What follows belongs to an exercise in optimizing a design on an open flow for small area and a short achievable clock period; a production flow would make more cautious choices. In this exercise RTL edits were held to simulation tests only and were not proved equivalent to the original. No activity file was given, so power comes from the tool's default toggle rates.

$ cat flow/design.v
module wfq_admit (
    input  wire        clk,
    input  wire        rst,           
    input  wire        join_valid,
    input  wire [2:0]  join_flow,
    input  wire [6:0]  join_cells,
    input  wire [7:0]  join_weight,
    input  wire [2:0]  adm_limit,
    output reg  [2:0]  adm_count,
    output reg  [11:0] adm_flow,
    output reg  [47:0] vtime,
    output wire [7:0]  full
);
    localparam NF    = 8;
    localparam DEPTH = 4;
    localparam NADM  = 4;
    reg [47:0] finish [0:NF-1];
    reg [1:0]  rd_ptr [0:NF-1];
    reg [2:0]  cnt    [0:NF-1];
    reg [47:0] tagq   [0:NF*DEPTH-1];
    genvar g;
    generate
        for (g = 0; g < NF; g = g + 1) begin : g_full
            assign full[g] = (cnt[g] == DEPTH);
        end
    endgenerate
    function later;
        input [47:0] x;
        input [47:0] y;
        reg   [47:0] d;
        begin
            d = x - y;
            later = (d != 48'd0) && !d[47];
        end
    endfunction
    wire        join_acc = join_valid && !full[join_flow];
    wire [7:0]  weight   = (join_flow == 3'd7)    ? 8'd16 :
                           (join_weight == 8'd0)  ? 8'd1  : join_weight;
    wire [22:0] incr     = {join_cells, 16'd0} / weight;
    wire [47:0] fin_old  = finish[join_flow];
    wire [47:0] start    = later(fin_old, vtime) ? fin_old : vtime;
    wire [47:0] new_tag  = start + {25'd0, incr};
    wire [1:0]  wr_slot  = rd_ptr[join_flow] + cnt[join_flow][1:0];
    reg [2:0]  used [0:NF-1];
    reg [47:0] v_next;
    reg [2:0]  n_adm;
    reg [11:0] flows_next;
    reg        stop;
    reg        found;
    reg [2:0]  best;
    reg [47:0] best_tag;
    reg [47:0] head;
    reg [1:0]  slot;
    integer    k, f;
    always @* begin
        for (f = 0; f < NF; f = f + 1)
            used[f] = 3'd0;
        v_next     = vtime;
        n_adm      = 3'd0;
        flows_next = 12'd0;
        stop       = 1'b0;
        for (k = 0; k < NADM; k = k + 1) begin
            found    = 1'b0;
            best     = 3'd0;
            best_tag = 48'd0;
            for (f = 0; f < NF; f = f + 1) begin
                slot = rd_ptr[f] + used[f][1:0];
                head = tagq[f*DEPTH + slot];
                if (used[f] < cnt[f] && (!found || later(best_tag, head))) begin
                    found    = 1'b1;
                    best     = f[2:0];
                    best_tag = head;
                end
            end
            if (!stop && found && k < adm_limit) begin
                used[best]          = used[best] + 3'd1;
                v_next              = best_tag;
                flows_next[k*3 +: 3] = best;
                n_adm               = n_adm + 3'd1;
            end else begin
                stop = 1'b1;
            end
        end
    end
    integer i;
    always @(posedge clk) begin
        if (rst) begin
            vtime     <= 48'd0;
            adm_count <= 3'd0;
            adm_flow  <= 12'd0;
            for (i = 0; i < NF; i = i + 1) begin
                finish[i] <= 48'd0;
                rd_ptr[i] <= 2'd0;
                cnt[i]    <= 3'd0;
            end
        end else begin
            vtime     <= v_next;
            adm_count <= n_adm;
            adm_flow  <= flows_next;
            for (i = 0; i < NF; i = i + 1) begin
                rd_ptr[i] <= rd_ptr[i] + used[i][1:0];
                cnt[i]    <= cnt[i] - used[i]
                             + {2'd0, join_acc && (join_flow == i[2:0])};
            end
            if (join_acc)
                finish[join_flow] <= new_tag;
        end
    end
    always @(posedge clk) begin
        if (!rst && join_acc)
            tagq[{join_flow, wr_slot}] <= new_tag;
    end
endmodule
$ cat flow/run.sh
#!/bin/bash
# synth_recipe.tcl (not shown) runs the flow's synth.tcl, then flattens the netlist and writes it again
# the make line also repeats each setting of config.mk as NAME=value (left out here)
make -C /OpenROAD-flow-scripts/flow DESIGN_CONFIG=/design/flow/config.mk WORK_HOME=/design/flow/orfs CLKGATE_MAP_FILE= SYNTH_SCRIPT=/design/flow/synth_recipe.tcl finish
$ cat flow/config.mk
export PLATFORM = sky130hd
export DESIGN_NAME = wfq_admit
export DESIGN_NICKNAME = wfq_admit
export VERILOG_FILES = /design/flow/design.v
export SDC_FILE = /design/flow/constraint.sdc
export NUM_CORES = 8
export LEC_CHECK = 0
export CAP_MARGIN = 20
export CORE_MARGIN = 2
export CORE_UTILIZATION = 30
export SLEW_MARGIN = 20
$ cat flow/constraint.sdc
create_clock -name core_clock -period 300.0 [get_ports {clk}]
set_input_delay 60.0000 -clock core_clock [delete_from_list [all_inputs] [get_ports {clk}]]
set_output_delay 60.0000 -clock core_clock [all_outputs]
set_load 0.01 [all_outputs]
==> flow_metrics.py <==
metrics = {
    "critical_path": {
        "critical_path.endpoint": "cnt[7][2]",
        "start_kind": "flip-flop",
        "worstSetupEndpointType": "flip-flop",
        "critical_path.top_delay_family": "compound AO/OA/AOI/OAI gates",
        "slowest_stage": "o21ai_4",
        "path_class": "reg -> reg",
        "worstReg2RegStart": "rd_ptr[0][1]",
        "crit_start": "rd_ptr[0][1]",
        "r2r_cells": 1094,
        "worstSetupPathDepth": 841,
        "rrSetupSlack_ns": 40.33,
        "critPathArrivalTime_ns": 260.53,
        "path_buf_inv": 45,
        "critPathMostFrequentCell": "o21ai_0",
        "rr_endpoint": "cnt[7][2]",
        "required_ns": 300.87,
        "critPathMaxStageDelay_ns": 1.01,
        "critPathMaxFanout": 77,
    },
    "hold_path": {
        "min_path_cells": 2,
        "hold_path_end": "vtime[10]",
        "hold_start": "vtime[10]",
        "min_path_type": "reg -> reg",
    },
    "synth": {
        "postSynthNetCount": 28557,
        "postSynthAreaPerCell_um2": 8.90,
        "async_reset_ff_share_pct": 0,
        "ys.flop_type": "edfxtp_1",
        "yosysWarnings": 4,
        "syn_area_um2": 241000,
        "synth-edff-count": 1920,
        "ys_types": 189,
        "ys_seq_area_share_pct": 24.7,
        "syn_inst": 27121,
        "synth_seq_cells": 2023,
    },
    "cells_and_area": {
        "fin_nets": 28212,
        "syn_to_final_growth_pct": 8.77,
        "final_cell_mix": "nand2_1 (2632), nor2_1 (2372), edfxtp_1 (1920)",
        "drive_gt1_share_pct": 13.9,
        "final_common_cell": "nand2_1",
        "utilization_pct": 32.7,
    },
    "outcome": {
        "status": "finished clean",
    },
    "sta": {
        "setup_violations": 0,
        "rsz0062_at_grt": "false",
        "finalSetupTns_ns": 0,
        "relSlewSlack_pct": 3.21,
        "finalClockSkew_ns": 0.169,
        "fin_crit_ns": 259.67,
        "worst-slew-pin-transition_ns": 1.44,
        "period_share_pct": 86.6,
        "whs_ns": 0.557,
        "max_freq_mhz": 3.85,
        "timing.final.hold_violations": 0,
        "final_max_slew_viol_count": 0,
    },
    "detailed_routing": {
        "routed_via_density": 6.40,
        "post-route-drc-count": 0,
        "drt_wl_total_mm": 1420,
        "dr.first_iter.drc_count": 39446,
        "firstDrtPassIters": 10,
        "antenna_left": 0,
        "routedWlPerCell_um": 37.6,
        "route.vias.total": 241766,
    },
    "pwr": {
        "power.internal_mw": 33.3,
        "power_density_nw_per_um2": 374,
        "switching_share_pct": 66.1,
        "p_switching_mw": 65.0,
        "peakVddDrop_mv": 0.838,
        "finalPower_mw": 98.3,
        "combPwrFrac_pct": 99.0,
        "pg_comb_mw": 97.3,
        "leakagePower_nw": 98.4,
        "pg_seq_mw": 0.693,
        "clkPwrFrac_pct": 0.3,
        "power_leader": "combinational cells",
        "p_clk_mw": 0.305,
        "seqPwrFrac_pct": 0.7,
    },
    "die": {
        "ios": 95,
        "core_um2": 802000,
        "die_w_um": 901,
        "rows": 329,
        "initial_core_util_pct": 30.1,
        "die_h_um": 901,
        "die_area_um2": 812000,
    },
    "clocking": {
        "clk_pin_slew_ns": 0.07,
        "cts_buffers": 226,
        "cts-root-buf": "clkbuf_16",
        "tritoncts": "built",
        "cts_resized": 0,
        "htree_levels": 4,
        "cts_hold_buf": 0,
        "clk_latency_ns": 1.07,
        "clockBufferDepth": 4,
        "cts_sinks": 2023,
        "postCtsSetupBuffers": 0,
    },
    "flow_run": {
        "max_cap_viol_count": 0,
    },
    "global_route": {
        "grt_overflow": 0,
        "antenna_found_initial": 193,
        "first_global_vias": 217802,
        "grt_max_degree": 94,
        "grt_usage_pct": 33.2,
        "grt_pass1_wl_mm": 1880,
    },
    "place": {
        "post-dp-hpwl_mm": 1160,
        "gp_congestion": 1.09,
        "port_buffers": 94,
    },
}
-- synthesized netlist by cell type (all sizes together) (107+ instances only) --
| master | number | area (µm²) |
|---|---|---|
| xnor2 | 838 | 7430 |
| a2111oi | 122 | 1250 |
| and3 | 199 | 1250 |
| o2111ai | 142 | 1270 |
| o21ai | 2173 | 11000 |
| nand2b | 391 | 2450 |
| nand4 | 308 | 1980 |
| nand2 | 2655 | 10000 |
| mux2i | 710 | 7170 |
| a21boi | 175 | 1350 |
| and2 | 511 | 3210 |
| o21a | 295 | 2220 |
| or2 | 142 | 891 |
| mux4 | 1272 | 28800 |
| nor2b | 232 | 1450 |
| edfxtp | 1920 | 57700 |
| ha | 1373 | 17200 |
| a31oi | 327 | 2100 |
| nor2 | 2427 | 9170 |
| maj3 | 154 | 1550 |
| mux2 | 692 | 7800 |
| o21bai | 226 | 1700 |
| nor4 | 212 | 1410 |
| o211ai | 173 | 1340 |
| or3 | 156 | 988 |
| inv | 1922 | 7210 |
| nor3 | 482 | 2500 |
| o31ai | 161 | 1270 |
| xor2 | 351 | 3100 |
| a21o | 617 | 4640 |
| buf | 677 | 5260 |
| clkbuf | 624 | 2480 |
| a21oi | 1726 | 8810 |
| o22ai | 107 | 694 |
| a211oi | 239 | 1830 |
| nand3 | 617 | 3110 |
-- state kept, by name (all words and copies together) (netlist names) --
register   cells
vtime         48
finish       384
cnt           24
tagq        1536
adm_flow      12
rd_ptr        16
adm_count      3
-- kinds of logic (layout without fill, tap and decap cells) --
family	after synthesis	after routing	share of synthesized area [%]
buffers and inverters	3262	3108	6.34
AO/OA/AOI/OAI	7669	7669	21.1
flip-flops	2023	2023	24.7
XOR/XNOR	1191	1191	4.38
adder cells (fa/ha/maj)	1566	1566	8.08
multiplexers	2674	2674	18.1
AND/OR/NAND/NOR	8736	8736	17.3
other	0	188	0
-- per-stage QoR --
stage / std cells / setup WS, ns / instance area (µm²)
after global routing: 37646 / 25.23 / 262000
after detailed placement: 37137 / 48.52 / 254000
final: 37747 / 40.33 / 263000
after floorplan: 27121 / 85.97 / 241000
after CTS: 37556 / 47.33 / 262000
after global placement: 37123 / 43.95 / 254000
-- layout make-up --
cell class / count / area [µm²]
flip-flops and latches: 2023 / 59800
fillers: 82916 / 540000
multi-input cells: 21836 / 168000
inverters: 1933 / 7280
well taps: 10592 / 13300
diodes: 188 / 470
clock buffers: 272 / 5920
repair buffers: 756 / 5990
clock inverters: 147 / 1820
-- per-layer routing --
metal  vias to the layer above  GRT usage (%)  share of wire [%]
li1                     101628              -                  -
met1                    120995           43.3                 39
met2                     16416           46.1                 39
met3                      2623           13.7                 14
met4                       104           17.9                6.7
met5                         -           1.19               0.12

[static timing again, ports no longer ideal]
The results above use ideal ports. As a check the final layout listed here was re-extracted and re-timed, cells and wires unchanged. Step 1 (the two cells are an assumption about what drives the block):
set clk [get_ports {clk}]
set_driving_cell -lib_cell sky130_fd_sc_hd__clkbuf_16 $clk
set_driving_cell -lib_cell sky130_fd_sc_hd__buf_2 [delete_from_list [all_inputs] $clk]
Step 2 adds t to the input delays and takes it off the output delays; t is the mean of the earliest and latest rising clock arrival at the registers after step 1. Input paths then give back, and output paths get back, about the clock's delay inside the block. Three values: no drivers, after step 1, after step 2; two values: the first two.
t (ns): 1.123
setup slack, ns: 40.334 / 40.334 / 40.334
worst hold slack (ns): 0.557 / 0.557 / 0.557
clock arrival spread, ns: 0.169 / 0.169
cell pins on the clock port's net: 1
After both steps setup and hold are still met in this run. The setup slack of this run moves by 0.000 ns with the drivers and by 0.000 ns with both steps.
